From an optimization exercise on the open Yosys and OpenROAD flow, aimed at small area, a short achievable clock period and few clock cycles; shortcuts taken in it are not production practice. At most, simulation tests tie the RTL to the original design; equivalence was not proved. The RTL of runs 1 and 2 was laid out without a check of its function. Power and IR drop assume default switching activity.

`flow/flow/run.sh`:
```
#!/bin/bash
# ORFS layout through the standard.sh. The synthesis keeps the standard
# register inference and only maps the logic differently (settings in
# flow/synth_knobs.txt, one per line); setup repair then aims below the clock
# period (flow/knobs.txt). The SDC is unchanged.
set -euo pipefail
cd "$(dirname "$0")/.."
mapfile -t SKNOBS < flow/synth_knobs.txt
mapfile -t KNOBS < flow/knobs.txt
bash standard.sh "${SKNOBS[@]}" synth > synth.log 2>&1
bash standard.sh "${KNOBS[@]}" finish > layout.log 2>&1
```
`flow/flow/knobs.txt`:
```
SETUP_SLACK_MARGIN=13.2
BUFFER_PORTS_ARGS=-buffer_cell sky130_fd_sc_hd__buf_2
CTS_ARGS=-sink_clustering_enable -repair_clock_nets -sink_clustering_size 20 -sink_clustering_max_diameter 80 -buf_list sky130_fd_sc_hd__clkbuf_16 -dont_use_dummy_load
```
`flow/flow/synth_knobs.txt`:
```
ADDER_MAP_FILE=
SYNTH_OPERATIONS_ARGS=-noshare
```
`flow/standard.sh`:
```
#!/bin/bash
# synth_recipe.tcl (not shown) runs the flow's synth.tcl, then flattens the netlist and writes it again
# the make line also repeats each setting of config.mk as NAME=value (left out here)
make -C /OpenROAD-flow-scripts/flow DESIGN_CONFIG=/design/flow/config.mk WORK_HOME=/design/flow/orfs CLKGATE_MAP_FILE= SYNTH_SCRIPT=/design/flow/synth_recipe.tcl "${@:-finish}"
```
`flow/config.mk`:
```
export PLATFORM = sky130hd
export DESIGN_NAME = pvc_encoder
export DESIGN_NICKNAME = pvc_encoder
export VERILOG_FILES = /design/flow/design.v
export SDC_FILE = /design/flow/constraint.sdc
export NUM_CORES = 4
export LEC_CHECK = 0
export ABC_AREA = 1
export CAP_MARGIN = 20
export CORE_MARGIN = 2
export CORE_UTILIZATION = 40
export SLEW_MARGIN = 20
```
`flow/constraint.sdc`:
```
create_clock -name core_clock -period 18.0 [get_ports {clk}]
set_input_delay 3.6000 -clock core_clock [delete_from_list [all_inputs] [get_ports {clk}]]
set_output_delay 3.6000 -clock core_clock [all_outputs]
set_load 0.01 [all_outputs]
```
`flow/design.v`:
```
module pvc_encoder (
    input  wire        clk,
    input  wire        rst,
    input  wire        in_valid,
    output reg         in_ready,
    input  wire [19:0] in_x,
    input  wire [19:0] in_last,
    input  wire [19:0] in_desc,
    input  wire        in_force,
    input  wire        in_eob,
    output reg         r_valid,
    output reg  [19:0] r_value,
    output reg         w_valid,
    input  wire        w_ready,
    output wire [19:0] w_data,
    output reg         w_last,
    output reg  [13:0] w_bits
);
    localparam integer T = 43;           
    localparam integer N = T + 24;       
    integer i;
    reg        v0, f0, e0;
    reg [19:0] x0, l0, d0;
    reg [6:0]  sxa0;                      
    reg [6:0]  sxb0;                      
    reg        v1, e1;
    reg [20:0] g1;                        
    reg [3:0]  s1;                        
    reg [4:0]  w1;                        
    reg        k1;                        
    reg [N-1:0] buffer;
    reg [6:0]   cnt;                      
    reg [2:0]   lastpos;                  
    reg         ok;                       
    reg [13:0]  bacc;                     
    reg         en0;                      
    wire en1 = !v1 || ok;                 
    wire ins = v1 && ok;
    always @(posedge clk) begin
        if (en0) begin
            x0 <= in_x;
            l0 <= in_last;
            d0 <= in_desc;
            f0 <= in_force;
            e0 <= in_eob;
            sxa0 <= {1'b0, in_x[5:0]} + {1'b0, ~in_last[5:0]} + 7'd1;
            sxb0 <= {1'b0, in_x[11:6]} + {1'b0, ~in_last[11:6]};
        end
    end
    wire [2:0]  mode  = d0[19:17];
    wire        sg    = d0[16];
    wire [3:0]  q     = d0[15:12];
    wire [11:0] dband = d0[11:0];
    wire m_ex = (mode == 3'd0);
    wire m_dl = (mode == 3'd1);
    wire m_bd = (mode == 3'd2);
    wire m_db = (mode == 3'd3);
    wire m_bb = !(m_ex | m_dl | m_bd | m_db);
    wire [11:0] qmask = ~(12'hfff << q);
    wire [11:0] half  = qmask & ~{1'b0, qmask[11:1]};
    wire [19:0] xo   = x0 | {8'd0, qmask};
    wire        rb   = |(x0[11:0] & half);
    wire        lsb  = |(x0[12:1] & half);
    wire        stk  = |(x0[11:0] & qmask & ~half);
    wire        up   = rb & (stk | lsb);
    wire        clampblk = (&xo[18:0]) & (sg ? ~x0[19] : x0[19]);
    wire        up2  = up & ~clampblk;
    wire [19:0] inc  = xo + 20'd1;
    wire [19:0] vp   = up2 ? inc : (x0 & ~{8'd0, qmask});
    wire [6:0]  sxm  = sxb0 + {6'd0, sxa0[6]};
    wire [11:0] sxl0 = {sxm[5:0], sxa0[5:0]};
    wire        sxc0 = sxm[6];
    wire [8:0]  shi  = {sg & x0[19], x0[19:12]} + ~{sg & l0[19], l0[19:12]} + {8'd0, sxc0};
    wire [20:0] sx0  = {shi, sxl0};
    wire [19:0] dlt  = sx0[19:0];
    wire [11:0] xnl  = ~x0[11:0];
    wire [11:0] evl  = up2 ? (qmask & xnl) : (xnl | ~qmask);
    wire [12:0] svl  = {1'b0, sxl0} + {1'b0, evl} + 13'd1;
    wire [8:0]  svh  = shi + {9{~up2}} + {8'd0, svl[12]};
    wire [20:0] sv   = {svh, svl[11:0]};
    wire [20:0] s    = m_bb ? sv : sx0;
    wire        pass   = f0 | (s[20] ? (~(&s[19:12]) | (~s[11:0] >= dband))
                                     : ((|s[19:12]) | (s[11:0] > dband)));
    wire        keep   = !(m_db | m_bb) | pass;
    wire [19:0] dmag = dlt ^ {20{dlt[19]}};
    reg  [4:0]  n;
    always @* begin
        n = 5'd1;
        for (i = 0; i < 19; i = i + 1)
            if (dmag[i]) n = i[4:0] + 5'd2;
    end
    wire        dsmall = (dmag[18:14] == 5'd0);
    reg  [14:0] dmask;
    always @* begin
        dmask[0] = 1'b1;
        for (i = 1; i < 15; i = i + 1)
            dmask[i] = |(dmag[13:0] >> (i - 1));
    end
    reg [20:0] g;
    reg [3:0]  sa;
    reg [4:0]  w;
    always @* begin
        g = {x0, m_db}; sa = 4'd11; w = 5'd20;
        if (m_dl) begin
            if (dsmall) begin
                g = {1'b0, dlt & {5'd0, dmask}, n[3:0]};
                sa = 4'd12;
                w = n + 5'd4;
            end else begin
                sa = 4'd15;                   
                w = 5'd24;
            end
        end else if (m_bd) begin
            g = {1'b0, vp}; sa = 4'd12 - q; w = 5'd20 - {1'b0, q};
        end else if (m_db) begin
            sa = 4'd12;
            w = 5'd21;
        end else if (m_bb) begin
            g = {1'b0, vp | {8'd0, half}};
            sa = 4'd13 - q;
            w = 5'd21 - {1'b0, q};
        end
    end
    wire [19:0] r = keep ? ((m_bd | m_bb) ? vp : x0) : l0;
    always @(posedge clk) begin
        r_value <= r;
        if (en1) begin
            g1 <= g;
            s1 <= sa;
            w1 <= w;
            k1 <= keep;
            e1 <= e0;
        end
    end
    wire [6:0]    sh    = cnt + {3'd0, s1};
    wire [20:0]   g1g   = g1 & {21{ins & k1}};
    wire [4:0]    wk    = k1 ? w1 : 5'd1;
    wire [N+32:0] big   = {{N{1'b0}}, g1g, 12'd0} << sh;
    wire [N-1:0]  insv  = big[N+23:24];
    wire [N-1:0]  b1    = (cnt == 7'd0) ? insv : (buffer | insv);
    wire [N-1:0]  bsh   = w_valid ? {20'd0, b1[N-1:20]} : b1;
    wire [N-1:0]  bnext = w_ready ? bsh : b1;
    wire [6:0]    csum  = cnt + {2'd0, wk};
    wire [2:0]    cw    = (csum > 7'd60) ? 3'd4 : (csum > 7'd40) ? 3'd3 :
                          (csum > 7'd20) ? 3'd2 : 3'd1;
    wire [6:0]    cround = (csum > 7'd60) ? 7'd80 : (csum > 7'd40) ? 7'd60 :
                           (csum > 7'd20) ? 7'd40 : 7'd20;
    wire          eins  = ins && e1;
    wire [6:0]    c1    = ins ? (e1 ? cround : csum) : cnt;
    wire [2:0]    lp1   = eins ? cw : lastpos;
    wire          v1next = en1 ? v0 : v1;
    wire          e1next = en1 ? e0 : e1;
    wire [6:0]    c1e   = c1 - 7'd20;
    wire [2:0]    lp1e  = (lp1 != 3'd0) ? lp1 - 3'd1 : 3'd0;
    wire          ok_n  = (c1 <= T) && !(e1next && (lp1 != 3'd0));
    wire          ok_e  = (c1e <= T) && !(e1next && (lp1e != 3'd0));
    wire [6:0]    cnext = w_ready ? (w_valid ? c1e : c1) : c1;
    wire [2:0]    lpnext = w_ready ? (w_valid ? lp1e : lp1) : lp1;
    wire          oknext = w_ready ? (w_valid ? ok_e : ok_n) : ok_n;
    wire          wv_n  = (c1 >= 7'd20);
    wire          wv_e  = w_valid ? (c1e >= 7'd20) : wv_n;
    wire          wl_n  = (lp1 == 3'd1);
    wire          wl_e  = w_valid ? (lp1e == 3'd1) : wl_n;
    wire          v0next = in_ready ? in_valid : v0;
    assign w_data = buffer[19:0];
    wire [13:0]   bsum  = bacc + {9'd0, wk};
    always @(posedge clk) begin
        if (eins)
            w_bits <= bsum;
        buffer <= bnext;
    end
    always @(posedge clk) begin
        if (rst) begin
            v0       <= 1'b0;
            v1       <= 1'b0;
            in_ready <= 1'b0;
            en0      <= 1'b1;
            ok       <= 1'b1;
            cnt      <= 7'd0;
            lastpos  <= 3'd0;
            w_valid  <= 1'b0;
            w_last   <= 1'b0;
            bacc     <= 14'd0;
            r_valid  <= 1'b0;
        end else begin
            v0       <= v0next;
            v1       <= v1next;
            ok       <= oknext;
            in_ready <= !v0next || !v1next || oknext;
            en0      <= !(v0next && v1next && !oknext);
            r_valid  <= v0 && en1;
            cnt      <= cnext;
            lastpos  <= lpnext;
            w_valid  <= w_ready ? wv_e : wv_n;
            w_last   <= w_ready ? wl_e : wl_n;
            if (ins)
                bacc <= e1 ? 14'd0 : bsum;
        end
    end
endmodule
```
==> run summary, run 1 <==
Status -> finished clean
Layout Nets -> 2517
Hold crit path type -> flip-flop to flip-flop
Slew at the pin with the worst max-slew slack -> 915 ps
# hold bufs at CTS -> 0
CP max-delay cell -> dfxtp_1
Die ar. -> 41600 sq um
CTS Buffer Depth -> 3
Register share of total power -> 0.373
Layout cell share with drive strength beyond 1 -> 0.140
Count of flip-flops with a built-in enable after synthesis -> 121
First-pass GRT wire length -> 77500 um
Fin worst setup slack -> 13270 ps
Highest-count cells in the layout ignoring fill and taps -> 741 x nand2_1, 274 x inv_1, 188 x o21ai_0, 172 x nor2_1, 169 x nand3_1
Crit-path max FO -> 2
Syn nets -> 2430
FF+latch count, synth -> 241
Sw power -> 761 uW
H-Tree Depth -> 1
Final Skew -> 41.2 ps
Final RePlAce weighted congestion -> 0.983
Period minus WS final -> 4730 ps
Net Sw Frac -> 0.406
Crit path cell chain -> buf_2
CP peak stage delay -> 420 ps
Crit start category -> flip-flop
Clock sinks -> 241
Max cap viols -> 0
GRT overflow -> 0
Hold Violations, Final -> 0
RSZ-0062 raised after global routing -> true
Max-slew headroom -> 0.390
Area growth syn-to-layout -> 12.6%
Post-detail-place hpwl -> 36200 um
Post-Route Setup TNS -> 0 ps
Min Hold Slack -> 468 ps
DRC viols -> 0
Arr. time, crit path -> 1130 ps
Initial DRC count -> 1103
Clock Latency Late Sink -> 540 ps
Fill cell count -> 4099
Post-synth ARST share -> 0
Total wire length -> 49300 um
Top FF cell, synth -> edfxtp_1
Peak VDD IR -> 0.0000756 V
CP delay by family, top -> flip-flops
Post-route antenna net violation count -> 0
Cell variety after synth -> 58
Initial antenna violation count -> 0
Leakage power -> 8.47 nW
Via count -> 15700
Core area -> 39600 sq um
Cell Rows -> 73
Critical Path RT -> 14400 ps
Initial core utilization -> 0.404
Clock network fraction of total power -> 0.215
# diodes -> 0
Critical path type -> flip-flop to output pin
CTS tree -> yes
Number of vias per cell -> 5.29
Int Power -> 1.11 mW
Syn Std Cell Area -> 16000 sq um
Synth Instances -> 2364
Setup violations, final -> 0
I/O pin count -> 124
Syn Area/Cell -> 6.77 sq um
Die Wd -> 204 um
TritonCTS Buffers -> 21
Total GRT Usage -> 0.232
Most common cell after layout, fill and taps aside -> nand2_1
Number of global-route vias before repair -> 14900
CP Buf/Inv Count -> 1
Die H -> 204 um
Final period util -> 0.263
F_max -> 0.211 GHz
Reg clk slew, reported paths -> 80 ps
Pre-CTS WS -> 12560 ps
Seq/Total Area, Yosys -> 0.377
Port bufs -> 123
Power density over cell area -> 104 nW/um^2
Pre-antenna DRT Iters -> 5
WL/cell -> 16.6 um
Yosys warnings -> 1
Comb pwr share -> 0.411
Setup crit end kind -> output pin
Max-slew violations -> 0
Root Driver -> clkbuf_16
Largest net degree at the start of global routing -> 77
## routing by layer
layer | vias up | global-route usage | wire (um)
li1 | 7887 | - | -
met1 | 7255 | 0.291 | 21200
met2 | 490 | 0.404 | 23400
met3 | 113 | 0.0297 | 2520
met4 | 0 | 0.0906 | 2120
met5 | - | 0 | 0
## metrics by stage
stage / std cells / utilization / total power [mW] / instance area [sq um]
3_3_place_gp: 2914 / 0.426 / 1.41 / 16900
6_report: 2974 / 0.455 / 1.87 / 18000
5_1_grt: 2974 / 0.455 / 2.00 / 18000
3_5_place_dp: 2914 / 0.426 / 1.42 / 16900
4_1_cts: 2948 / 0.443 / 1.84 / 17500
2_1_floorplan: 2364 / - / 1.25 / 16000
## worst paths after layout
path                         from              endpoint  slack (ps)  cells past startpoint
min reg2reg  bacc[6]$_SDFFE_PP0P_  bacc[6]$_SDFFE_PP0P_         470                      2
max reg2reg      d0[15]$_DFFE_PP_          k1$_DFFE_PN_       13520                     34
min          bacc[6]$_SDFFE_PP0P_  bacc[6]$_SDFFE_PP0P_         470                      2
max            buffer[11]$_DFF_P_            w_data[11]       13270                      1
## repair_timing
action	4_1_cts	5_1_grt
pin swaps	1	12
gates cloned	2	5
setup buffers	11	21
gates resized for setup	6	64
setup endpoints to repair	42	52
## layout make-up
cell class | instances | area (sq um) | share of cell area
Multi-Input combinational cell | 1723 | 8630 | 0.479
Clock buffer | 21 | 526 | 0.0292
Timing Repair Buffer | 177 | 1090 | 0.0604
Tap cell | 525 | 657 | 0.0364
Sequential cell | 241 | 6040 | 0.335
Inverter | 287 | 1090 | 0.0603
## logic make-up after synthesis
family	count (synthesis)	synth area share
compound gates	393	0.145
xor+xnor	62	0.0339
fa+ha+maj	1	0.000625
buf+inv	405	0.106
flops	241	0.377
mux	7	0.00438
simple gates	1255	0.333
## flip-flops by register name, indices dropped and copies added (netlist names), 3 cells and up
signal,count
l0,20
cnt,7
s1,4
g1,21
sxb0,7
buffer,67
d0,20
lastpos,3
x0,20
w1,5
sxa0,7
bacc,14
r_value,20
w_bits,14
## synth_stat cells (20+ instances only)
cell type	count	share of area
xor2_1	43	0.024
a21oi_1	75	0.023
o211ai_1	24	0.011
nand2_2	24	0.0094
o221ai_1	20	0.011
o21ai_0	190	0.059
buf_4	23	0.011
nand2_1	757	0.18
inv_1	276	0.065
nand3_1	178	0.056
nand4_1	39	0.015
nor2_1	182	0.043
clkbuf_1	71	0.017
edfxtp_1	121	0.23
dfxtp_1	120	0.15
or2_2	27	0.011
## power by group through the flow
| stage | Clock [mW] | Sequential [mW] | Combinational [mW] |
|---|---|---|---|
| after floorplan | 0 | 0.700 | 0.546 |
| after global placement | 0 | 0.713 | 0.699 |
| after detailed placement | 0 | 0.714 | 0.708 |
| after CTS | 0.414 | 0.700 | 0.720 |
| after global routing | 0.431 | 0.707 | 0.867 |
| final | 0.404 | 0.700 | 0.771 |
==> run 2, diff against run 1 <==
--- a/flow/config.mk
+++ b/flow/config.mk
@@ -8,5 +8,6 @@
 export ABC_AREA = 1
 export CAP_MARGIN = 20
 export CORE_MARGIN = 2
-export CORE_UTILIZATION = 40
+export CORE_UTILIZATION = 55
+export PLACE_DENSITY = 0.7
 export SLEW_MARGIN = 20
==> run 2 against run 1 <==
  * Still clean
  * Clock skew rose by 3.5 ps
  * First-iteration DRC count grew 42%
  * Area after synthesis unchanged
  * Global-route usage up 6.1 points
  * Clock-buffer cell count decreased by 2
  * Flip-flop and latch count unchanged
  * Register-to-register slack worse by 200 ps
  * Synthesized cell count did not move
  * Via count up 1.7%
  * Combinational power increased by 5.1%
  * Critical path type is now flip-flop to flip-flop
==> run summary, run 2 <==
Fill cell count -> 2641 (-36%)
TritonCTS Buffers -> 19 (-9.5%)
Min Hold Slack -> 470 ps (+1.89 ps)
Largest net degree at the start of global routing -> 68 (-12%)
Initial core utilization -> 0.558 (+0.154)
CP max-delay cell -> edfxtp_1
Highest-count cells in the layout ignoring fill and taps -> 731 x nand2_1, 273 x inv_1, 189 x o21ai_0, 172 x nor2_1, 167 x nand3_1
Total wire length -> 47200 um (-4.3%)
Comb pwr share -> 0.430 (+0.019)
Arr. time, crit path -> 4880 ps (+3750 ps)
H-Tree Depth -> 1 (unchanged)
Post-route antenna net violation count -> 0 (unchanged)
Combinational family with the most area after synthesis -> simple AND/OR/NAND/NOR gates
Clock sinks -> 241 (unchanged)
Number of vias per cell -> 5.64 (+6.5%)
RSZ-0062 raised after global routing -> false
Hold Violations, Final -> 0 (unchanged)
Area growth syn-to-layout -> 13.1%
Critical path type -> flip-flop to flip-flop
Crit-path max FO -> 6 (+4)
Syn Area/Cell -> 6.77 sq um (unchanged)
Port bufs -> 123 (unchanged)
Register share of total power -> 0.371 (-0.002)
GRT overflow -> 0 (unchanged)
# hold bufs at CTS -> 0 (unchanged)
Die ar. -> 30500 sq um (-27%)
Reg clk slew, reported paths -> 80 ps (about the same)
I/O pin count -> 124 (unchanged)
Power density over cell area -> 104 nW/um^2 (+0.17%)
Initial antenna violation count -> 0 (unchanged)
Via count -> 16000 (+1.7%)
Top FF cell, synth -> edfxtp_1
Flop2flop setup slack -> 13320 ps (-200 ps)
Post-Route Setup TNS -> 0 ps (unchanged)
Synth Area in Compound Gates -> 0.145 (unchanged)
FF+latch count, synth -> 241 (unchanged)
Leakage power -> 8.57 nW (+1.1%)
CP peak stage delay -> 450 ps (+30 ps)
Most numerous cell in the Yosys netlist -> nand2_1
Net Sw Frac -> 0.407 (+0.000929)
Cell Rows -> 62 (-15%)
Number of global-route vias before repair -> 14800 (-0.59%)
Post-Synth Adder-Cell Area -> 0.000625 (unchanged)
Initial DRC count -> 1567 (+42%)
Yosys warnings -> 1 (unchanged)
Die H -> 175 um (-14%)
Core area -> 28700 sq um (-28%)
Post-synth top area cell -> edfxtp_1
Peak VDD IR -> 0.0000996 V (+32%)
Setup violations, final -> 0 (unchanged)
Final period util -> 0.260 (-0.00280)
Period minus WS final -> 4680 ps (-50.4 ps)
Root Driver -> clkbuf_16
CP dominant cell by count -> nand2_1
DRC viols -> 0 (unchanged)
Count of flip-flops with a built-in enable after synthesis -> 121 (unchanged)
Clock network fraction of total power -> 0.200 (-0.015)
Final Skew -> 44.7 ps (+3.46 ps)
Simple logic cell fraction of the synthesized area -> 0.333 (unchanged)
Yosys top cell area share -> 0.227 (unchanged)
Synth Instances -> 2364 (unchanged)
Layout cell share with drive strength beyond 1 -> 0.148 (+0.00827)
Synth cell count leaders -> 757 x nand2_1, 276 x inv_1, 190 x o21ai_0
Final RePlAce weighted congestion -> 1.03 (+4.5%)
CTS Buffer Depth -> 3 (unchanged)
Cell variety after synth -> 58 (unchanged)
Mux cell area share after synthesis -> 0.00438 (unchanged)
First-pass GRT wire length -> 73100 um (-5.6%)
Syn nets -> 2430 (unchanged)
Max reg flops -> 67 (unchanged)
Biggest regs -> buffer x67, g1 x21
Hold crit path type -> flip-flop to flip-flop
Post-detail-place hpwl -> 33100 um (-8.5%)
Max-slew headroom -> 0.333 (-0.0570)
F_max -> 0.214 GHz (+1.1%)
# diodes -> 0 (unchanged)
Post-synth ARST share -> 0 (unchanged)
Top post-synthesis cells by area -> edfxtp_1 23%, nand2_1 18%, dfxtp_1 15%
Most common cell after layout, fill and taps aside -> nand2_1
Die Wd -> 175 um (-14%)
Crit start category -> flip-flop
Setup crit end kind -> flip-flop
Clock Latency Late Sink -> 520 ps (-20 ps)
Slew at the pin with the worst max-slew slack -> 997 ps (+81.9 ps)
Critical Path RT -> 18200 ps (+3800 ps)
Int Power -> 1.12 mW (+0.41%)
Reg with most FFs -> buffer
CTS tree -> yes
Synth Area in XOR/XNOR -> 0.0339 (unchanged)
WL/cell -> 16.6 um (+0.34%)
Pre-antenna DRT Iters -> 7 (+2)
Max cap viols -> 0 (unchanged)
Sw power -> 767 uW (+0.80%)
Status -> finished clean
Seq/Total Area, Yosys -> 0.377 (unchanged)
Layout Nets -> 2522 (+0.20%)
Total GRT Usage -> 0.293 (+0.0608)
Max-slew violations -> 0 (unchanged)
Syn Std Cell Area -> 16000 sq um (unchanged)
-- run 2: changes by cell type in the layout (fill, tap and decap cells not counted), moves of 3 or more --
cell | previous run | this run
buf_12 | 2 | 8
buf_4 | 49 | 43
buf_6 | 0 | 3
nand2_1 | 741 | 731
nand2_2 | 36 | 44
nand3_2 | 12 | 15
o21ai_1 | 16 | 12
o21ai_4 | 0 | 3
-- run 2: logic make-up (layout without fill, tap and decap cells) --
group           after synthesis  after routing
xor+xnor                     62             62
compound gates              393            393
buf+inv                     405            490
mux                           7              7
flops                       241            241
simple gates               1255           1260
fa+ha+maj                     1              1
-- run 2: final timing paths --
check / startpoint / to / cells after the start
worst max register to register: d0[13]$_DFFE_PP_ / k1$_DFFE_PN_ / 36
worst max-delay path: d0[13]$_DFFE_PP_ / k1$_DFFE_PN_ / 36
worst min-delay path: bacc[8]$_SDFFE_PP0P_ / bacc[8]$_SDFFE_PP0P_ / 2
worst min register to register: bacc[8]$_SDFFE_PP0P_ / bacc[8]$_SDFFE_PP0P_ / 2
-- run 2: layout make-up --
cell class                      instances  area (sq um)  share of cell area
Inverter                              287          1090              0.0604
Clock buffer                           19           475              0.0263
Multi-Input combinational cell       1723          8700               0.481
Tap cell                              384           480              0.0266
Timing Repair inverter                  1          5.00            0.000277
Timing Repair Buffer                  183          1300              0.0717
Sequential cell                       241          6040               0.334
-- run 2: timing repair --
action	in CTS	in global routing
gates resized for setup	12	86
setup buffers	14	21
setup endpoints to repair	31	38
gates cloned	3	9
pin swaps	1	24
endpoints found under the hold margin	0	0
-- run 2: power groups by stage --
stage,Sequential [mW],Combinational (mW),Clock [mW]
after floorplan,0.700,0.546,0
after global placement,0.712,0.688,0
after detailed placement,0.713,0.701,0
after CTS,0.699,0.722,0.383
after global routing,0.707,0.899,0.402
final,0.699,0.810,0.376
-- run 2: per-stage QoR --
stage,std cells,utilization,setup slack [ps],area (sq um),power [mW]
after detailed placement,2772,0.582,12270,16700,1.41
after global routing,2838,0.630,13080,18100,2.01
after floorplan,2364,-,13130,16000,1.25
final,2838,0.630,13320,18100,1.89
after global placement,2772,0.582,12300,16700,1.40
after CTS,2808,0.607,13200,17400,1.80
-- run 2: worst max-delay path: cells and delay by family, from the launching register on --
kind | cells | cell delay (ps)
and+or+nand+nor | 29 | 2970
DFF | 1 | 450
AOI/OAI and AO/OA | 1 | 90
buffers and inverters | 6 | 810
-- run 2: per-layer routing --
| layer | track usage | routed length, um | share of wire |
|---|---|---|---|
| met5 | 0 | 0 | 0 |
| met4 | 0.120 | 2210 | 0.047 |
| met3 | 0.0324 | 3070 | 0.065 |
| met2 | 0.519 | 22400 | 0.48 |
| met1 | 0.363 | 19500 | 0.41 |
==> run 3, diff against run 2 <==
--- a/flow/design.v
+++ b/flow/design.v
@@ -21,8 +21,6 @@
     integer i;
     reg        v0, f0, e0;
     reg [19:0] x0, l0, d0;
-    reg [6:0]  sxa0;                      
-    reg [6:0]  sxb0;                      
     reg        v1, e1;
     reg [20:0] g1;                        
     reg [3:0]  s1;                        
@@ -43,8 +41,6 @@
             d0 <= in_desc;
             f0 <= in_force;
             e0 <= in_eob;
-            sxa0 <= {1'b0, in_x[5:0]} + {1'b0, ~in_last[5:0]} + 7'd1;
-            sxb0 <= {1'b0, in_x[11:6]} + {1'b0, ~in_last[11:6]};
         end
     end
     wire [2:0]  mode  = d0[19:17];
@@ -67,9 +63,9 @@
     wire        up2  = up & ~clampblk;
     wire [19:0] inc  = xo + 20'd1;
     wire [19:0] vp   = up2 ? inc : (x0 & ~{8'd0, qmask});
-    wire [6:0]  sxm  = sxb0 + {6'd0, sxa0[6]};
-    wire [11:0] sxl0 = {sxm[5:0], sxa0[5:0]};
-    wire        sxc0 = sxm[6];
+    wire [12:0] sxm  = {1'b0, x0[11:0]} + {1'b0, ~l0[11:0]} + 13'd1;
+    wire [11:0] sxl0 = sxm[11:0];
+    wire        sxc0 = sxm[12];
     wire [8:0]  shi  = {sg & x0[19], x0[19:12]} + ~{sg & l0[19], l0[19:12]} + {8'd0, sxc0};
     wire [20:0] sx0  = {shi, sxl0};
     wire [19:0] dlt  = sx0[19:0];
--- a/flow/config.mk
+++ b/flow/config.mk
@@ -8,6 +8,5 @@
 export ABC_AREA = 1
 export CAP_MARGIN = 20
 export CORE_MARGIN = 2
-export CORE_UTILIZATION = 55
-export PLACE_DENSITY = 0.7
+export CORE_UTILIZATION = 40
 export SLEW_MARGIN = 20
==> run 3 against run 2 <==
  * Still clean
  * Synthesized cell count up 1.1%
  * Sequential share of layout area down 1.6 points
  * Wire length up 7.5%
  * Critical path type is now flip-flop to output pin
==> run summary, run 3 <==
Slew at the pin with the worst max-slew slack -> 927 ps (-69.9 ps)
Max-slew violations -> 0 (unchanged)
Max reg flops -> 67 (unchanged)
CP max-delay cell -> dfxtp_1
Footprint of the multi-input gates -> 8660 sq um (-0.52%)
Yosys warnings -> 1 (unchanged)
Total wire length -> 50800 um (+7.5%)
CTS Buffer Depth -> 3 (unchanged)
Crit path cell chain -> buf_2
Setup violations, final -> 0 (unchanged)
TritonCTS Buffers -> 20 (+1)
Final Skew -> 68.2 ps (+23.5 ps)
Die ar. -> 40500 sq um (+33%)
Fill cell count -> 4145 (+57%)
Pre-CTS WS -> 12200 ps (-76.4 ps)
Arr. time, crit path -> 1130 ps (-3750 ps)
Count of flip-flops with a built-in enable after synthesis -> 107 (-12%)
F_max -> 0.211 GHz (-1.1%)
Max cap viols -> 0 (unchanged)
Cell variety after synth -> 54 (-6.9%)
Highest-count cells in the layout ignoring fill and taps -> 806 x nand2_1, 267 x inv_1, 211 x o21ai_0, 182 x nand3_1, 175 x nor2_1
Min Hold Slack -> 446 ps (-23.2 ps)
CP Buf/Inv Count -> 1 (-5)
Pre-antenna DRT Iters -> 5 (-2)
GRT overflow -> 0 (unchanged)
Crit start category -> flip-flop
Number of global-route vias before repair -> 14900 (+0.76%)
# hold bufs at CTS -> 0 (unchanged)
Fin util -> 0.459 (-0.172)
# diodes -> 0 (unchanged)
Critical Path RT -> 14400 ps (-3800 ps)
Most numerous cell in the Yosys netlist -> nand2_1
FF+latch count, synth -> 227 (-5.8%)
Synth Instances -> 2390 (+1.1%)
RSZ-0062 raised after global routing -> false
Power density over cell area -> 104 nW/um^2 (-0.65%)
Seq/Total Area, Yosys -> 0.361 (-0.0163)
Hold Violations, Final -> 0 (unchanged)
First-pass GRT wire length -> 78700 um (+7.6%)
Core area -> 38600 sq um (+34%)
Area growth syn-to-layout -> 13.7%
Post-route antenna net violation count -> 0 (unchanged)
Largest net degree at the start of global routing -> 73 (+7.4%)
Critical path type -> flip-flop to output pin
Post-synth ARST share -> 0 (unchanged)
Final RePlAce weighted congestion -> 0.974 (-5.2%)
Synth cell count leaders -> 820 x nand2_1, 275 x inv_1, 212 x o21ai_0
Port bufs -> 123 (unchanged)
Die Wd -> 201 um (+15%)
Clock sinks -> 227 (-5.8%)
Max-slew headroom -> 0.382 (+0.0491)
CP peak stage delay -> 410 ps (-40 ps)
Syn Area/Cell -> 6.51 sq um (-3.8%)
Most common cell after layout, fill and taps aside -> nand2_1
Post-detail-place hpwl -> 37200 um (+12%)
Leakage power -> 8.42 nW (-1.7%)
I/O pin count -> 124 (unchanged)
Hold crit path type -> flip-flop to flip-flop
WL/cell -> 16.9 um (+1.6%)
Sequential Area -> 5620 sq um (-7.0%)
Initial core utilization -> 0.404 (-0.154)
Crit-path max FO -> 2 (-4)
Finished Cell Area -> 17700 sq um (-2.2%)
Peak VDD IR -> 0.0000654 V (-34%)
Period minus WS final -> 4730 ps (+51.9 ps)
Placed inst area -> 16400 sq um (-1.8%)
Cell Rows -> 72 (+16%)
Number of vias per cell -> 5.29 (-6.1%)
DRC viols -> 0 (unchanged)
Clock Latency Late Sink -> 540 ps (+20 ps)
Total GRT Usage -> 0.242 (-0.0508)
Via count -> 15900 (-0.64%)
Root Driver -> clkbuf_16
Layout cell share with drive strength beyond 1 -> 0.134 (-0.0140)
Top post-synthesis cells by area -> edfxtp_1 21%, nand2_1 20%, dfxtp_1 15%
Fin worst setup slack -> 13270 ps (-51.9 ps)
Biggest regs -> buffer x67, g1 x21
Reg clk slew, reported paths -> 90 ps (about the same)
Layout Nets -> 2554 (+1.3%)
Top FF cell, synth -> dfxtp_1
Initial DRC count -> 1153 (-26%)
Syn Std Cell Area -> 15600 sq um (-2.8%)
CTS tree -> yes
Yosys top cell area share -> 0.206 (-0.0206)
H-Tree Depth -> 1 (unchanged)
Post-Route Setup TNS -> 0 ps (unchanged)
Die H -> 201 um (+15%)
Setup crit end kind -> output pin
CP delay by family, top -> flip-flops
Final period util -> 0.263 (+0.00288)
Initial antenna violation count -> 0 (unchanged)
Post-synth top area cell -> edfxtp_1
Syn nets -> 2456 (+1.1%)
Reg with most FFs -> buffer
Status -> finished clean
run 3: layer usage:
metal  track usage  vias to the layer above  share of wire
met5             0                        -              0
met4        0.0822                        0          0.037
met3        0.0332                      102          0.062
met2         0.423                      493           0.48
met1         0.306                     7342           0.42
li1              -                     7969              -
run 3: power by group:
group / switching, mW / total, mW / internal (mW)
logic: 0.549 / 0.795 / 0.246
registers: 0.0378 / 0.654 / 0.617
clock network: 0.187 / 0.382 / 0.195
run 3: metrics by stage:
stage | power [mW] | instances
6_report | 1.83 | 3004
5_1_grt | 1.97 | 3004
4_1_cts | 1.80 | 2971
3_5_place_dp | 1.40 | 2930
3_3_place_gp | 1.39 | 2930
2_1_floorplan | 1.22 | 2390
run 3: final timing paths:
check | end | slack [ps] | start | cells past startpoint
worst min-delay path | e0$_DFFE_PP_ | 450 | en0$_SDFF_PP1_ | 0
worst max register to register | g1[5]$_DFFE_PN_ | 13530 | x0[6]$_DFFE_PP_ | 31
worst min register to register | e0$_DFFE_PP_ | 450 | en0$_SDFF_PP1_ | 0
worst max-delay path | w_data[18] | 13270 | buffer[18]$_DFF_P_ | 1
run 3: area by class of cell:
cell class	count	area share
Clock buffer	20	0.0283
Inverter	289	0.0622
Tap cell	518	0.0366
Multi-Input combinational cell	1761	0.489
Sequential cell	227	0.317
Timing Repair Buffer	189	0.0659
run 3: what timing repair did:
| action | CTS | global route |
|---|---|---|
| pin swaps | 4 | 11 |
| setup buffers | 18 | 28 |
| resized for setup | 17 | 54 |
| gates cloned | 3 | 5 |
| setup endpoints to repair | 66 | 66 |
run 3: kinds of logic after synthesis:
| group | count (synthesis) | synth area share |
|---|---|---|
| DFF | 227 | 0.361 |
| buffers and inverters | 409 | 0.109 |
| and+or+nand+nor | 1304 | 0.349 |
| AOI/OAI and AO/OA | 398 | 0.151 |
| muxes | 7 | 0.00450 |
| xor gates and xnor gates | 45 | 0.0263 |
Testbench counts of run 3, summed over its fixed seeds: cycles 33,907.
==> run 4, diff against run 3 <==
--- a/flow/config.mk
+++ b/flow/config.mk
@@ -8,5 +8,6 @@
 export ABC_AREA = 1
 export CAP_MARGIN = 20
 export CORE_MARGIN = 2
-export CORE_UTILIZATION = 40
+export CORE_UTILIZATION = 60
+export PLACE_DENSITY = 0.75
 export SLEW_MARGIN = 20
==> run 4 against run 3 <==
  * Register-to-register slack worse by 80 ps
  * Clock skew is 50 ps lower
  * Area after synthesis stayed put
  * Flip-flop and latch count stayed put
  * Utilization is 23 points higher
  * Die area is 33% lower
  * Global-route usage is 9.4 points higher
  * Sequential share of layout area is 0.52 points higher
  * Cell count is 6.5% lower
  * Fmax is 1.3% higher
  * Critical endpoint is now buffer[18]$_DFF_P_
  * Largest cell class unchanged
==> run summary, run 4 <==
Port bufs -> 123 (unchanged)
Hold crit path type -> flip-flop to flip-flop
Seq/Total Area, Yosys -> 0.361 (unchanged)
Slew at the pin with the worst max-slew slack -> 988 ps (+60.6 ps)
Peak VDD IR -> 0.000108 V (+64%)
Total GRT Usage -> 0.336 (+0.0941)
Syn Area/Cell -> 6.51 sq um (unchanged)
Number of global-route vias before repair -> 14900 (-0.18%)
# hold bufs at CTS -> 0 (unchanged)
DRC viols -> 0 (unchanged)
Post-Route Setup TNS -> 0 ps (unchanged)
Post-detail-place hpwl -> 34100 um (-8.3%)
WL/cell -> 17.0 um (+0.38%)
Cell Rows -> 58 (-19%)
Setup crit end kind -> flip-flop
Post-synth top area cell -> edfxtp_1
Yosys warnings -> 1 (unchanged)
Status -> finished clean
Max reg flops -> 67 (unchanged)
Total wire length -> 47700 um (-6.1%)
Final Skew -> 18.5 ps (-49.6 ps)
Fin util -> 0.687 (+0.228)
Die Wd -> 165 um (-18%)
Via count -> 16300 (+2.4%)
Reg with most FFs -> buffer
Clock Latency Late Sink -> 500 ps (-40 ps)
Top post-synthesis cells by area -> edfxtp_1 21%, nand2_1 20%, dfxtp_1 15%
FF+latch count, synth -> 227 (unchanged)
Syn Std Cell Area -> 15600 sq um (unchanged)
Flop2flop setup slack -> 13450 ps (-80 ps)
Initial DRC count -> 1793 (+56%)
Most numerous cell in the Yosys netlist -> nand2_1
Count of flip-flops with a built-in enable after synthesis -> 107 (unchanged)
Syn nets -> 2456 (unchanged)
CTS Buffer Depth -> 3 (unchanged)
Post-route antenna net violation count -> 0 (unchanged)
Clock sinks -> 227 (unchanged)
Crit-path max FO -> 72 (+70)
RSZ-0062 raised after global routing -> true
First-pass GRT wire length -> 73000 um (-7.3%)
Highest-count cells in the layout ignoring fill and taps -> 802 x nand2_1, 266 x inv_1, 211 x o21ai_0, 179 x nand3_1, 174 x nor2_1
Setup violations, final -> 0 (unchanged)
Fill cell count -> 2239 (-46%)
Root Driver -> clkbuf_16
Final RePlAce weighted congestion -> 1.12 (+15%)
F_max -> 0.214 GHz (+1.3%)
Core area -> 25300 sq um (-34%)
GRT overflow -> 0 (unchanged)
Power density over cell area -> 102 nW/um^2 (-1.1%)
Leakage power -> 8.35 nW (-0.77%)
Cell variety after synth -> 54 (unchanged)
Pre-antenna DRT Iters -> 10 (+5)
Max cap viols -> 0 (unchanged)
# diodes -> 0 (unchanged)
Area growth syn-to-layout -> 11.9%
Layout cell share with drive strength beyond 1 -> 0.136 (+0.00240)
Hold Violations, Final -> 0 (unchanged)
Crit start category -> input port
H-Tree Depth -> 1 (unchanged)
TritonCTS Buffers -> 16 (-20%)
Layout Nets -> 2547 (-0.27%)
Top FF cell, synth -> dfxtp_1
Die H -> 165 um (-18%)
Number of vias per cell -> 5.80 (+9.5%)
Max-slew violations -> 0 (unchanged)
Critical path type -> input port to flip-flop
Initial antenna violation count -> 0 (unchanged)
Initial core utilization -> 0.614 (+0.211)
Post-synth ARST share -> 0 (unchanged)
I/O pin count -> 124 (unchanged)
CTS tree -> yes
Arr. time, crit path -> 5060 ps (+3930 ps)
Die ar. -> 27200 sq um (-33%)
Max-slew headroom -> 0.340 (-0.0420)
Reg clk slew, reported paths -> 80 ps (about the same)
Final period util -> 0.260 (-0.00329)
Largest net degree at the start of global routing -> 73 (unchanged)
Biggest regs -> buffer x67, g1 x21
Synth cell count leaders -> 820 x nand2_1, 275 x inv_1, 212 x o21ai_0
Yosys top cell area share -> 0.206 (unchanged)
Synth Instances -> 2390 (unchanged)
Period minus WS final -> 4670 ps (-59.3 ps)
Critical Path RT -> 18380 ps (+3980 ps)
Most common cell after layout, fill and taps aside -> nand2_1
[run 4: cell counts after synthesis]
No cell type changed its count.
[run 4: path summary, 6_finish.rpt]
check | from | to | cells past startpoint
min reg2reg | bacc[7]$_SDFFE_PP0P_ | bacc[7]$_SDFFE_PP0P_ | 2
min | bacc[7]$_SDFFE_PP0P_ | bacc[7]$_SDFFE_PP0P_ | 2
max reg2reg | x0[9]$_DFFE_PP_ | g1[5]$_DFFE_PN_ | 32
max | w_ready | buffer[18]$_DFF_P_ | 8
[run 4: through the flow]
| step | total power, mW | instances | hold slack, ps | instance area, sq um | setup WS (ps) |
|---|---|---|---|---|---|
| after CTS | 1.72 | 2763 | 470 | 16700 | 13230 |
| after global routing | 1.90 | 2809 | 484 | 17400 | 13060 |
| after global placement | 1.37 | 2739 | 453 | 16100 | 12410 |
| final | 1.78 | 2809 | 472 | 17400 | 13330 |
| after floorplan | 1.22 | 2390 | 442 | 15600 | 13330 |
| after detailed placement | 1.38 | 2739 | 457 | 16100 | 12330 |
[run 4: layer usage]
layer  part of all wire  GRT usage  routed length, um
met1               0.39      0.393              18400
met2               0.47      0.590              22400
met3              0.075     0.0475               3570
met4              0.069      0.190               3310
met5                  0          0                  0
[run 4: worst max-delay path, stage by stage]
cell	delay (ps)
buf_2	100
nand2_2	80
buf_12	260
clkinv_1	260
buf_6	280
a221o_1	290
o21ai_0	80
inv_1	50
[run 4: timing repair]
item	in CTS	in global routing
pin swaps	0	16
setup buffers	8	36
endpoints found under the setup margin	67	57
gates resized for setup	16	72
gates cloned	0	9
[run 4: final cells by class]
type / instances / area [sq um] / share of cell area
Tap cell: 330 / 413 / 0.0237
Sequential cell: 227 / 5620 / 0.323
Timing Repair Buffer: 184 / 1160 / 0.0668
Multi-Input combinational cell: 1763 / 8710 / 0.500
Clock buffer: 16 / 400 / 0.0230
Inverter: 289 / 1100 / 0.0633
[run 4: logic make-up after synthesis]
family	count (synthesis)	synth area share
and+or+nand+nor	1304	0.349
buffers and inverters	409	0.109
AOI/OAI and AO/OA	398	0.151
DFF	227	0.361
xor gates and xnor gates	45	0.0263
muxes	7	0.00450
[run 4: power by group]
| part | switching (mW) | total, mW | leakage [nW] | internal, mW |
|---|---|---|---|---|
| registers | 0.0396 | 0.656 | 2.10 | 0.616 |
| logic | 0.543 | 0.793 | 6.05 | 0.250 |
| clock network | 0.174 | 0.333 | 0.197 | 0.158 |
| total | 0.757 | 1.78 | 8.35 | 1.03 |
==> run 5, diff against run 4 <==
--- a/flow/config.mk
+++ b/flow/config.mk
@@ -8,6 +8,6 @@
 export ABC_AREA = 1
 export CAP_MARGIN = 20
 export CORE_MARGIN = 2
-export CORE_UTILIZATION = 60
-export PLACE_DENSITY = 0.75
+export CORE_UTILIZATION = 55
+export PLACE_DENSITY = 0.7
 export SLEW_MARGIN = 20
==> run 5 against run 4 <==
  * Area after synthesis unchanged
  * Flip-flop and latch count unchanged
  * Combinational power up 1%
  * Register-to-register slack worse by 40 ps
  * Global-route usage down 1.3 points
  * First-iteration DRC count down 11%
  * Clock skew up 13 ps
  * Cell count up 1.7%
  * Via count down 1.2%
  * Non-clock buffer count unchanged
  * Synthesized cell count unchanged
  * Cell area about the same
  * Largest power group unchanged
  * Highest routed layer unchanged
==> run summary, run 5 <==
Area growth syn-to-layout -> 11.9% (about the same)
Most numerous cell in the Yosys netlist -> nand2_1
Slew at the pin with the worst max-slew slack -> 936 ps (-51.7 ps)
Syn Std Cell Area -> 15600 sq um (unchanged)
Final Skew -> 31.6 ps (+13.1 ps)
RSZ-0062 raised after global routing -> true
Status -> finished clean
CP Buf/Inv Count -> 1 (-4)
Setup crit end kind -> output pin
TritonCTS Buffers -> 16 (unchanged)
Biggest regs -> buffer x67, g1 x21
Initial antenna violation count -> 0 (unchanged)
FF+latch count, synth -> 227 (unchanged)
Clock Latency Late Sink -> 510 ps (about the same)
Reg clk slew, reported paths -> 80 ps (about the same)
WL/cell -> 17.2 um (+1.5%)
Period minus WS final -> 4650 ps (-21.0 ps)
Synth Instances -> 2390 (unchanged)
Crit-path max FO -> 2 (-97%)
Top post-synthesis cells by area -> edfxtp_1 21%, nand2_1 20%, dfxtp_1 15%
Core area -> 27900 sq um (+10%)
Layout cell share with drive strength beyond 1 -> 0.135 (-0.00116)
Cell variety after synth -> 54 (unchanged)
Max cap viols -> 0 (unchanged)
Initial DRC count -> 1593 (-11%)
Clock sinks -> 227 (unchanged)
Hold crit path type -> flip-flop to flip-flop
Highest-count cells in the layout ignoring fill and taps -> 805 x nand2_1, 266 x inv_1, 211 x o21ai_0, 177 x nand3_1, 173 x nor2_1
Final period util -> 0.259 (-0.00117)
Setup violations, final -> 0 (unchanged)
Max-slew headroom -> 0.374 (+0.0346)
Total wire length -> 49200 um (+3.2%)
H-Tree Depth -> 1 (unchanged)
DRC viols -> 0 (unchanged)
Post-Route Setup TNS -> 0 ps (unchanged)
Initial core utilization -> 0.559 (-0.0558)
Top FF cell, synth -> dfxtp_1
Root Driver -> clkbuf_16
CP delay by family, top -> flip-flops
First-pass GRT wire length -> 74900 um (+2.6%)
Crit path cell chain -> buf_2
# hold bufs at CTS -> 0 (unchanged)
Syn nets -> 2456 (unchanged)
F_max -> 0.215 GHz (+0.45%)
Power density over cell area -> 103 nW/um^2 (+0.38%)
CTS tree -> yes
Number of vias per cell -> 5.64 (-2.8%)
Yosys top cell area share -> 0.206 (unchanged)
Fin worst setup slack -> 13350 ps (+21.0 ps)
DR WL met3 -> 3400 um (-4.8%)
CP max-delay cell -> dfxtp_1
Met2 wire length -> 23100 um (+3.2%)
GRT overflow -> 0 (unchanged)
Most common cell after layout, fill and taps aside -> nand2_1
Largest net degree at the start of global routing -> 73 (unchanged)
Post-route antenna net violation count -> 0 (unchanged)
CP peak stage delay -> 400 ps (+110 ps)
Reg with most FFs -> buffer
Max-slew violations -> 0 (unchanged)
Peak VDD IR -> 0.0000810 V (-25%)
DR top layer -> met4
Post-synth top area cell -> edfxtp_1
Pre-antenna DRT Iters -> 7 (-3)
Die ar. -> 29700 sq um (+8.9%)
CTS Buffer Depth -> 3 (unchanged)
Post-synth ARST share -> 0 (unchanged)
Hold Violations, Final -> 0 (unchanged)
Cell Rows -> 61 (+5.2%)
Die H -> 172 um (+4.3%)
Leakage power -> 8.36 nW (about the same)
Total power -> 1.79 mW (+0.39%)
Arr. time, crit path -> 1050 ps (-4010 ps)
Crit start category -> flip-flop
Number of global-route vias before repair -> 14600 (-1.9%)
Port bufs -> 123 (unchanged)
Max reg flops -> 67 (unchanged)
I/O pin count -> 124 (unchanged)
Pre-CTS WS -> 12230 ps (-97.1 ps)
Synth cell count leaders -> 820 x nand2_1, 275 x inv_1, 212 x o21ai_0
Syn Area/Cell -> 6.51 sq um (unchanged)
Placed inst area -> 16200 sq um (+0.46%)
Critical Path RT -> 14400 ps (-3980 ps)
Count of flip-flops with a built-in enable after synthesis -> 107 (unchanged)
Die Wd -> 172 um (+4.3%)
Via count -> 16100 (-1.2%)
Met1 WL -> 19600 um (+6.8%)
Post-detail-place hpwl -> 35900 um (+5.1%)
Critical path type -> flip-flop to output pin
Total GRT Usage -> 0.323 (-0.0130)
Finished Cell Area -> 17400 sq um (about the same)
Yosys warnings -> 1 (unchanged)
Layout Nets -> 2546 (-0.039%)
Seq/Total Area, Yosys -> 0.361 (unchanged)
Final RePlAce weighted congestion -> 1.08 (-3.6%)
# diodes -> 0 (unchanged)
==> run 5: cell counts after synthesis <==
Identical to the previous run, type by type.
==> run 5: layer usage <==
metal	global-route usage	up-vias
met1	0.395	7231
li1	-	7947
met2	0.561	741
met4	0.170	0
met5	0	-
met3	0.0359	177
==> run 5: tightest hold or removal path, stage by stage, from the launching register on <==
cell,delay (ps)
dfxtp_1,310
nand2_1,60
a21oi_1,60
==> run 5: cell families (layout without fill, tap and decap cells) <==
| logic type | count (synthesis) | in the layout | synth area share |
|---|---|---|---|
| AO/OA/AOI/OAI | 398 | 398 | 0.151 |
| multiplexers | 7 | 7 | 0.00450 |
| AND/OR/NAND/NOR | 1304 | 1312 | 0.349 |
| buffers and inverters | 409 | 489 | 0.109 |
| flip-flops | 227 | 227 | 0.361 |
| XOR/XNOR | 45 | 45 | 0.0263 |
==> run 5: final cells by class <==
cell class / count / area [sq um]
inverters: 289 / 1090
clock buffers: 16 / 400
flip-flops and latches: 227 / 5620
repair buffers: 184 / 1130
fillers: 2643 / 10400
well taps: 378 / 473
multi-input cells: 1762 / 8700
==> run 5: through the flow <==
stage	hold WS, ps	utilization	std cells
floorplan	442	-	2390
global placement	451	0.582	2789
detailed placement	463	0.582	2789
CTS	471	0.603	2818
global route	489	0.625	2856
finish	469	0.625	2856
==> run 5: path summary, 6_finish.rpt <==
check,from,slack [ps],endpoint,depth (start not counted)
worst max-delay path,buffer[3]$_DFF_P_,13350,w_data[3],1
worst min register to register,bacc[6]$_SDFFE_PP0P_,470,bacc[6]$_SDFFE_PP0P_,2
worst min-delay path,bacc[6]$_SDFFE_PP0P_,470,bacc[6]$_SDFFE_PP0P_,2
worst max register to register,x0[11]$_DFFE_PP_,13410,r_value[6]$_DFF_P_,31
==> run 5: power breakdown <==
group / total (mW) / switching (mW) / leakage, nW / internal (mW)
logic: 0.802 / 0.551 / 6.06 / 0.251
clock network: 0.333 / 0.175 / 0.197 / 0.158
registers: 0.654 / 0.0380 / 2.10 / 0.616
total: 1.79 / 0.763 / 8.36 / 1.03
==> run 5: timing repair <==
| item | 4_1_cts | 5_1_grt |
|---|---|---|
| endpoints found under the setup margin | 74 | 64 |
| buffers inserted | 12 | 30 |
| pin swaps | 1 | 17 |
| gates cloned | 1 | 7 |
| gates resized for setup | 14 | 70 |
==> run 6, diff against run 5 <==
==> flow/flow/knobs.txt (replaced) <==
SETUP_SLACK_MARGIN=13.1
BUFFER_PORTS_ARGS=-buffer_cell sky130_fd_sc_hd__buf_2
CTS_ARGS=-sink_clustering_enable -repair_clock_nets -sink_clustering_size 20 -sink_clustering_max_diameter 80 -buf_list sky130_fd_sc_hd__clkbuf_16 -dont_use_dummy_load
==> run 6 against run 5 <==
  * Cell area down 0.80%
  * Flip-flop and latch count did not move
  * Utilization down 0.50 points
  * Register-to-register slack lost 50 ps
  * Worst setup slack got worse by 31 ps
  * Sequential share of layout area increased by 0.26 points
  * Cell count fell by 0.21%
  * Global-route usage decreased by 0.20 points
  * Synthesized cell count did not move
  * First-iteration DRC count is 5.5% higher
  * Largest cell class unchanged
==> run summary, run 6 <==
Status -> finished clean
CP Buf/Inv Count -> 5 (+4)
Setup violations, final -> 0 (unchanged)
Power density over cell area -> 103 nW/um^2 (+0.61%)
Max-slew violations -> 0 (unchanged)
Critical path type -> input port to flip-flop
Period minus WS final -> 4680 ps (+30.6 ps)
Arr. time, crit path -> 5080 ps (+4030 ps)
Syn Area/Cell -> 6.51 sq um (unchanged)
TritonCTS Buffers -> 16 (unchanged)
Final Skew -> 35.0 ps (+3.43 ps)
Hold crit path type -> flip-flop to flip-flop
Synth cell count leaders -> 820 x nand2_1, 275 x inv_1, 212 x o21ai_0
# hold bufs at CTS -> 0 (unchanged)
Yosys top cell area share -> 0.206 (unchanged)
Post-Place Cells -> 2789 (unchanged)
CTS Buffer Depth -> 3 (unchanged)
Final RePlAce weighted congestion -> 1.08 (unchanged)
Largest net degree at the start of global routing -> 73 (unchanged)
Slew at the pin with the worst max-slew slack -> 916 ps (-20.0 ps)
Die Wd -> 172 um (unchanged)
Layout cell share with drive strength beyond 1 -> 0.125 (-0.00979)
Final Instance Count excl. Fillers -> 2850 (-0.21%)
F_max -> 0.213 GHz (-0.65%)
Core area -> 27900 sq um (unchanged)
Final period util -> 0.260 (+0.00170)
Total GRT Usage -> 0.321 (-0.00202)
Top FF cell, synth -> dfxtp_1
Post-Route Setup TNS -> 0 ps (unchanged)
WL/cell -> 17.3 um (+0.19%)
CTS tree -> yes
CP peak stage delay -> 330 ps (-70 ps)
Post-synth ARST share -> 0 (unchanged)
I/O pin count -> 124 (unchanged)
H-Tree Depth -> 1 (unchanged)
Footprint of the multi-input gates -> 8610 sq um (-1.0%)
Synth Instances -> 2390 (unchanged)
Initial core utilization -> 0.559 (unchanged)
Cell variety after synth -> 54 (unchanged)
Root Driver -> clkbuf_16
Critical Path RT -> 18400 ps (+4000 ps)
Reg with most FFs -> buffer
Count of flip-flops with a built-in enable after synthesis -> 107 (unchanged)
Die H -> 172 um (unchanged)
Initial antenna violation count -> 0 (unchanged)
Cell Rows -> 61 (unchanged)
Setup crit end kind -> flip-flop
First-pass GRT wire length -> 74600 um (-0.43%)
Post-synth top area cell -> edfxtp_1
Yosys warnings -> 1 (unchanged)
Crit start category -> input port
Number of vias per cell -> 5.66 (+0.43%)
Post-detail-place hpwl -> 35900 um (unchanged)
Crit-path max FO -> 72 (+70)
Highest-count cells in the layout ignoring fill and taps -> 809 x nand2_1, 268 x inv_1, 211 x o21ai_0, 184 x nand3_1, 177 x nor2_1
Min Hold Slack -> 469 ps (+0.0250 ps)
Area growth syn-to-layout -> 11.0%
Clock Latency Late Sink -> 510 ps (about the same)
Port bufs -> 123 (unchanged)
FF+latch count, synth -> 227 (unchanged)
Most numerous cell in the Yosys netlist -> nand2_1
Hold Violations, Final -> 0 (unchanged)
CP delay by family, top -> buffers and inverters
Syn nets -> 2456 (unchanged)
Max cap viols -> 0 (unchanged)
Fin worst setup slack -> 13320 ps (-30.6 ps)
Reg clk slew, reported paths -> 80 ps (about the same)
Initial DRC count -> 1681 (+5.5%)
# diodes -> 0 (unchanged)
Fill cell count -> 2651 (+0.30%)
Total wire length -> 49200 um (about the same)
Clock sinks -> 227 (unchanged)
Pre-antenna DRT Iters -> 6 (-1)
Most common cell after layout, fill and taps aside -> nand2_1
GRT overflow -> 0 (unchanged)
Biggest regs -> buffer x67, g1 x21
RSZ-0062 raised after global routing -> true
Die ar. -> 29700 sq um (unchanged)
Top post-synthesis cells by area -> edfxtp_1 21%, nand2_1 20%, dfxtp_1 15%
Pre-CTS WS -> 12230 ps (unchanged)
Seq/Total Area, Yosys -> 0.361 (unchanged)
Peak VDD IR -> 0.0000799 V (-1.4%)
Post-route antenna net violation count -> 0 (unchanged)
Via count -> 16100 (+0.22%)
Crit path cell chain -> buf_2 > nand2_2 > buf_12 > clkinv_1 > buf_4 > a221o_1 > o21ai_0 > inv_1
Syn Std Cell Area -> 15600 sq um (unchanged)
DRC viols -> 0 (unchanged)
Max-slew headroom -> 0.388 (+0.0134)
Flop2flop setup slack -> 13360 ps (-50 ps)
CP max-delay cell -> buf_4
Leakage power -> 8.31 nW (-0.58%)
Total power -> 1.79 mW (-0.19%)
Layout Nets -> 2540 (-0.24%)
Sequential Area -> 5620 sq um (unchanged)
Number of global-route vias before repair -> 14600 (-0.14%)
Max reg flops -> 67 (unchanged)
run 6: changes by cell type in the layout (fill, tap and decap cells not counted), moves of 2 or more:
cell	previous run	this run
buf_4	56	51
inv_1	266	268
inv_2	17	15
nand2_1	805	809
nand2_2	27	24
nand3_1	177	184
nand3_2	14	8
nor2_1	173	177
nor2_2	9	6
nor2_4	5	3
xor2_1	24	27
xor2_2	9	5
run 6: kinds of logic after synthesis:
kind of cell    after synthesis  share of synthesized area
compound gates              398                      0.151
xor+xnor                     45                     0.0263
buf+inv                     409                      0.109
flops                       227                      0.361
mux                           7                    0.00450
simple gates               1304                      0.349
run 6: cell type report:
class / count / share of cell area
Multi-Input combinational cell: 1762 / 0.499
Sequential cell: 227 / 0.325
Inverter: 289 / 0.0632
Timing Repair Buffer: 178 / 0.0624
Tap cell: 378 / 0.0274
Clock buffer: 16 / 0.0232
run 6: worst min-delay path, delay by kind of cell, from the launching register on:
kind | cells | cell delay (ps)
AOI/OAI and AO/OA | 1 | 60
DFF | 1 | 310
and+or+nand+nor | 1 | 60
run 6: final timing paths:
kind / startpoint / endpoint / depth (start not counted)
setup / recovery: w_ready / buffer[16]$_DFF_P_ / 8
hold / removal: bacc[6]$_SDFFE_PP0P_ / bacc[6]$_SDFFE_PP0P_ / 2
setup reg to reg: x0[11]$_DFFE_PP_ / r_value[6]$_DFF_P_ / 30
hold reg to reg: bacc[6]$_SDFFE_PP0P_ / bacc[6]$_SDFFE_PP0P_ / 2
run 6: stage by stage:
step,cell area [sq um],util
3_3_place_gp,16200,0.582
2_1_floorplan,15600,-
3_5_place_dp,16200,0.582
6_report,17300,0.620
5_1_grt,17300,0.620
4_1_cts,16800,0.602
run 6: layer usage:
layer	vias up	routed length, um	global-route usage
met2	716	23100	0.559
met4	0	3030	0.167
met3	174	3290	0.0352
met1	7308	19700	0.392
met5	-	0	0
li1	7933	-	-
run 6: report_power, final:
group / total, mW / internal, mW / leakage, nW / switching [mW]
Combinational: 0.797 / 0.248 / 6.01 / 0.549
Sequential: 0.654 / 0.616 / 2.10 / 0.0377
Clock: 0.334 / 0.158 / 0.197 / 0.176
Total: 1.79 / 1.02 / 8.31 / 0.762
run 6: timing repair:
item,CTS,global route
endpoints found under the hold margin,0,0
setup endpoints to repair,57,64
gates cloned,0,8
buffers inserted,11,25
pin swaps,0,12
gates resized for setup,10,50
==> run 7, diff against run 6 <==
==> flow/flow/knobs.txt (replaced) <==
SETUP_SLACK_MARGIN=13.2
BUFFER_PORTS_ARGS=-buffer_cell sky130_fd_sc_hd__buf_2
CTS_ARGS=-sink_clustering_enable -repair_clock_nets -sink_clustering_size 16 -sink_clustering_max_diameter 70 -buf_list sky130_fd_sc_hd__clkbuf_8 -dont_use_dummy_load
==> run 7 against run 6 <==
  * Still clean
  * Largest power group unchanged
  * Critical path type is now flip-flop to output pin
  * Synthesized cell count unchanged
  * Area after synthesis stayed put
  * Wire length barely moved
  * Sequential share of layout area barely moved
  * Flip-flop and latch count stayed put
  * Sequential power about the same
  * Critical endpoint is now w_bits[0]
  * Largest cell class unchanged
==> run summary, run 7 <==
Port bufs -> 123 (unchanged)
Highest-count cells in the layout ignoring fill and taps -> 806 x nand2_1, 266 x inv_1, 211 x o21ai_0, 179 x nand3_1, 174 x nor2_1
Post-Route Setup TNS -> 0 ps (unchanged)
Synth cell count leaders -> 820 x nand2_1, 275 x inv_1, 212 x o21ai_0
Die Wd -> 172 um (unchanged)
WL/cell -> 17.2 um (-0.22%)
Reg with most FFs -> buffer
Final period util -> 0.262 (+0.00191)
Seq/Total Area, Yosys -> 0.361 (unchanged)
Crit start category -> flip-flop
Final RePlAce weighted congestion -> 1.08 (unchanged)
GRT overflow -> 0 (unchanged)
Most common cell after layout, fill and taps aside -> nand2_1
DRC viols -> 0 (unchanged)
Syn Std Cell Area -> 15600 sq um (unchanged)
Core area -> 27900 sq um (unchanged)
Hold Violations, Final -> 0 (unchanged)
Syn Area/Cell -> 6.51 sq um (unchanged)
CTS Buffer Depth -> 3 (unchanged)
H-Tree Depth -> 1 (unchanged)
Top FF cell, synth -> dfxtp_1
Crit path cell chain -> buf_2
F_max -> 0.212 GHz (-0.73%)
Period minus WS final -> 4720 ps (+34.4 ps)
Max cap viols -> 0 (unchanged)
Final Instance Count excl. Fillers -> 2859 (+0.32%)
Total wire length -> 49200 um (about the same)
Most numerous cell in the Yosys netlist -> nand2_1
Number of vias per cell -> 5.63 (-0.54%)
Critical path type -> flip-flop to output pin
# diodes -> 0 (unchanged)
I/O pin count -> 124 (unchanged)
Initial core utilization -> 0.559 (unchanged)
Status -> finished clean
Int Power -> 967 uW (-5.4%)
Crit path depth -> 1 (-7)
FF+latch count, synth -> 227 (unchanged)
Clock sinks -> 227 (unchanged)
Root Driver -> clkbuf_8
Setup violations, final -> 0 (unchanged)
Slew at the pin with the worst max-slew slack -> 881 ps (-35.4 ps)
Power density over cell area -> 99.6 nW/um^2 (-3.6%)
Min Hold Slack -> 469 ps (+0.308 ps)
Synth Instances -> 2390 (unchanged)
Initial antenna violation count -> 0 (unchanged)
Top post-synthesis cells by area -> edfxtp_1 21%, nand2_1 20%, dfxtp_1 15%
Max-slew headroom -> 0.411 (+0.0236)
Register-to-Register Path Depth -> 29 (-3.3%)
Post-detail-place hpwl -> 35900 um (unchanged)
Count of flip-flops with a built-in enable after synthesis -> 107 (unchanged)
Post-synth top area cell -> edfxtp_1
Layout cell share with drive strength beyond 1 -> 0.135 (+0.00962)
Sw power -> 754 uW (-1.1%)
TritonCTS Buffers -> 20 (+4)
Area growth syn-to-layout -> 11.0% (about the same)
Setup crit end kind -> output pin
Crit-path max FO -> 1 (-99%)
Via count -> 16100 (-0.22%)
Layout Nets -> 2549 (+0.35%)
Die H -> 172 um (unchanged)
Flop2flop setup slack -> 13410 ps (+50 ps)
Cell Rows -> 61 (unchanged)
Reg clk slew, reported paths -> 100 ps (+20 ps)
Critical Path RT -> 14400 ps (-4000 ps)
CTS tree -> yes
Initial DRC count -> 1520 (-9.6%)
FF-to-FF Start -> x0[11]$_DFFE_PP_
Post-Place Cells -> 2789 (unchanged)
Comb pwr share -> 0.466 (+0.019)
CP Buf/Inv Count -> 1 (-4)
Pre-antenna DRT Iters -> 6 (unchanged)
CP delay by family, top -> flip-flops
Yosys warnings -> 1 (unchanged)
Register share of total power -> 0.380 (+0.014)
Clock Latency Late Sink -> 570 ps (+60 ps)
Max reg flops -> 67 (unchanged)
Final Skew -> 45.9 ps (+10.8 ps)
Number of global-route vias before repair -> 14600 (+0.16%)
Fill cell count -> 2640 (-0.41%)
Total GRT Usage -> 0.322 (+0.00125)
Syn nets -> 2456 (unchanged)
Worst setup path startpoint -> w_bits[0]$_DFFE_PP_
Worst setup endpoint -> w_bits[0]
Arr. time, crit path -> 1120 ps (-3960 ps)
Yosys top cell area share -> 0.206 (unchanged)
Leakage power -> 8.30 nW (-0.12%)
RSZ-0062 raised after global routing -> true
Cell variety after synth -> 54 (unchanged)
Max-slew violations -> 0 (unchanged)
First-pass GRT wire length -> 74800 um (+0.28%)
Fin util -> 0.620 (about the same)
Die ar. -> 29700 sq um (unchanged)
Peak VDD IR -> 0.0000741 V (-7.2%)
CP peak stage delay -> 390 ps (+60 ps)
Largest net degree at the start of global routing -> 73 (unchanged)
Post-synth ARST share -> 0 (unchanged)
Biggest regs -> buffer x67, g1 x21
Reg-to-reg critical path endpoint -> k1$_DFFE_PN_
Net Sw Frac -> 0.438 (+0.0108)
Clock network fraction of total power -> 0.154 (-0.033)
Post-route antenna net violation count -> 0 (unchanged)
CP max-delay cell -> edfxtp_1
Hold crit path type -> flip-flop to flip-flop
run 7: cell counts after synthesis:
Identical to the previous run, type by type.
run 7: repair_timing:
item,4_1_cts,5_1_grt
cloned,1,7
endpoints found under the setup margin,69,57
pin swaps,1,15
setup buffers,12,29
resized for setup,13,67
hold endpoints to repair,0,0
hold buffers,0,0
run 7: how the worst min path moves through the flow:
stage	startpoint	to	slack, ps	cells after the start
floorplan	buffer[47]$_DFF_P_	buffer[47]$_DFF_P_	440	2
global placement	bacc[8]$_SDFFE_PP0P_	bacc[8]$_SDFFE_PP0P_	450	2
detailed placement	bacc[8]$_SDFFE_PP0P_	bacc[8]$_SDFFE_PP0P_	460	2
CTS	bacc[8]$_SDFFE_PP0P_	bacc[8]$_SDFFE_PP0P_	480	2
global route	bacc[9]$_SDFFE_PP0P_	bacc[9]$_SDFFE_PP0P_	490	2
finish	bacc[8]$_SDFFE_PP0P_	bacc[8]$_SDFFE_PP0P_	470	2
run 7: cell type report:
class | count | area [sq um] | area share
multi-input combinational | 1762 | 8680 | 0.502
inverter | 289 | 1090 | 0.0634
sequential | 227 | 5620 | 0.325
timing repair buffer | 183 | 1140 | 0.0660
clock buffer | 20 | 275 | 0.0159
tap | 378 | 473 | 0.0274
run 7: metrics by stage:
step	total power [mW]	worst slack, ps	area [sq um]
6_report	1.72	13280	17300
3_3_place_gp	1.38	12280	16200
2_1_floorplan	1.22	13330	15600
5_1_grt	1.84	13060	17300
3_5_place_dp	1.39	12230	16200
4_1_cts	1.67	13200	16700
run 7: routing by layer:
metal | track usage | part of all wire
met2 | 0.559 | 0.47
met1 | 0.391 | 0.40
met5 | 0 | 0
met3 | 0.0410 | 0.064
met4 | 0.171 | 0.064
run 7: kinds of logic after synthesis:
group                  synth area share
AND/OR/NAND/NOR                   0.349
buffers and inverters             0.109
AO/OA/AOI/OAI                     0.151
flip-flops                        0.361
XOR/XNOR                         0.0263
multiplexers                    0.00450
run 7: power groups by stage:
stage	clock network (mW)	logic [mW]	registers (mW)
global route	0.290	0.893	0.662
detailed placement	0	0.725	0.668
floorplan	0	0.559	0.657
finish	0.265	0.802	0.654
global placement	0	0.715	0.667
CTS	0.272	0.741	0.654

separate check: timing with driven ports:
The results above use ideal ports. As a check the final layouts listed here were re-extracted and re-timed, cells and wires unchanged.
Step 1: set_driving_cell puts a clkbuf_16 on clk and a buf_2 on each other input, an assumption about the parent block.
Step 2 adds t to the input delays and takes it off the output delays; t is the mean of the earliest and latest rising clock arrival at the registers after step 1. Input paths then give back, and output paths get back, about the clock's delay inside the block.
Slacks: ideal / step 1 / step 2; pairs: ideal / step 1.
| run | shift t [ns] | setup slack, ns | hold slack, ns | worst setup path at the end |
|---|---|---|---|---|
| run 1 | 0.574 | 13.268 / 13.214 / 12.845 | 0.468 / 0.468 / 0.468 | input to register |
| run 2 | 0.545 | 13.318 / 13.275 / 12.856 | 0.470 / 0.470 / 0.470 | input to register |
| run 3 | 0.569 | 13.266 / 13.213 / 12.847 | 0.446 / 0.446 / 0.446 | input to register |
| run 4 | 0.546 | 13.326 / 13.297 / 12.812 | 0.472 / 0.472 / 0.472 | input to register |
| run 5 | 0.542 | 13.347 / 13.293 / 12.861 | 0.469 / 0.469 / 0.469 | input to register |
| run 6 | 0.542 | 13.316 / 13.294 / 12.806 | 0.469 / 0.469 / 0.469 | input to register |
| run 7 | 0.598 | 13.281 / 13.232 / 12.894 | 0.469 / 0.469 / 0.469 | input to register |
After both steps every run listed still meets setup and hold. The setup slack of run 4, which loses most, moves by -0.029 ns with the drivers and by -0.514 ns with both steps.
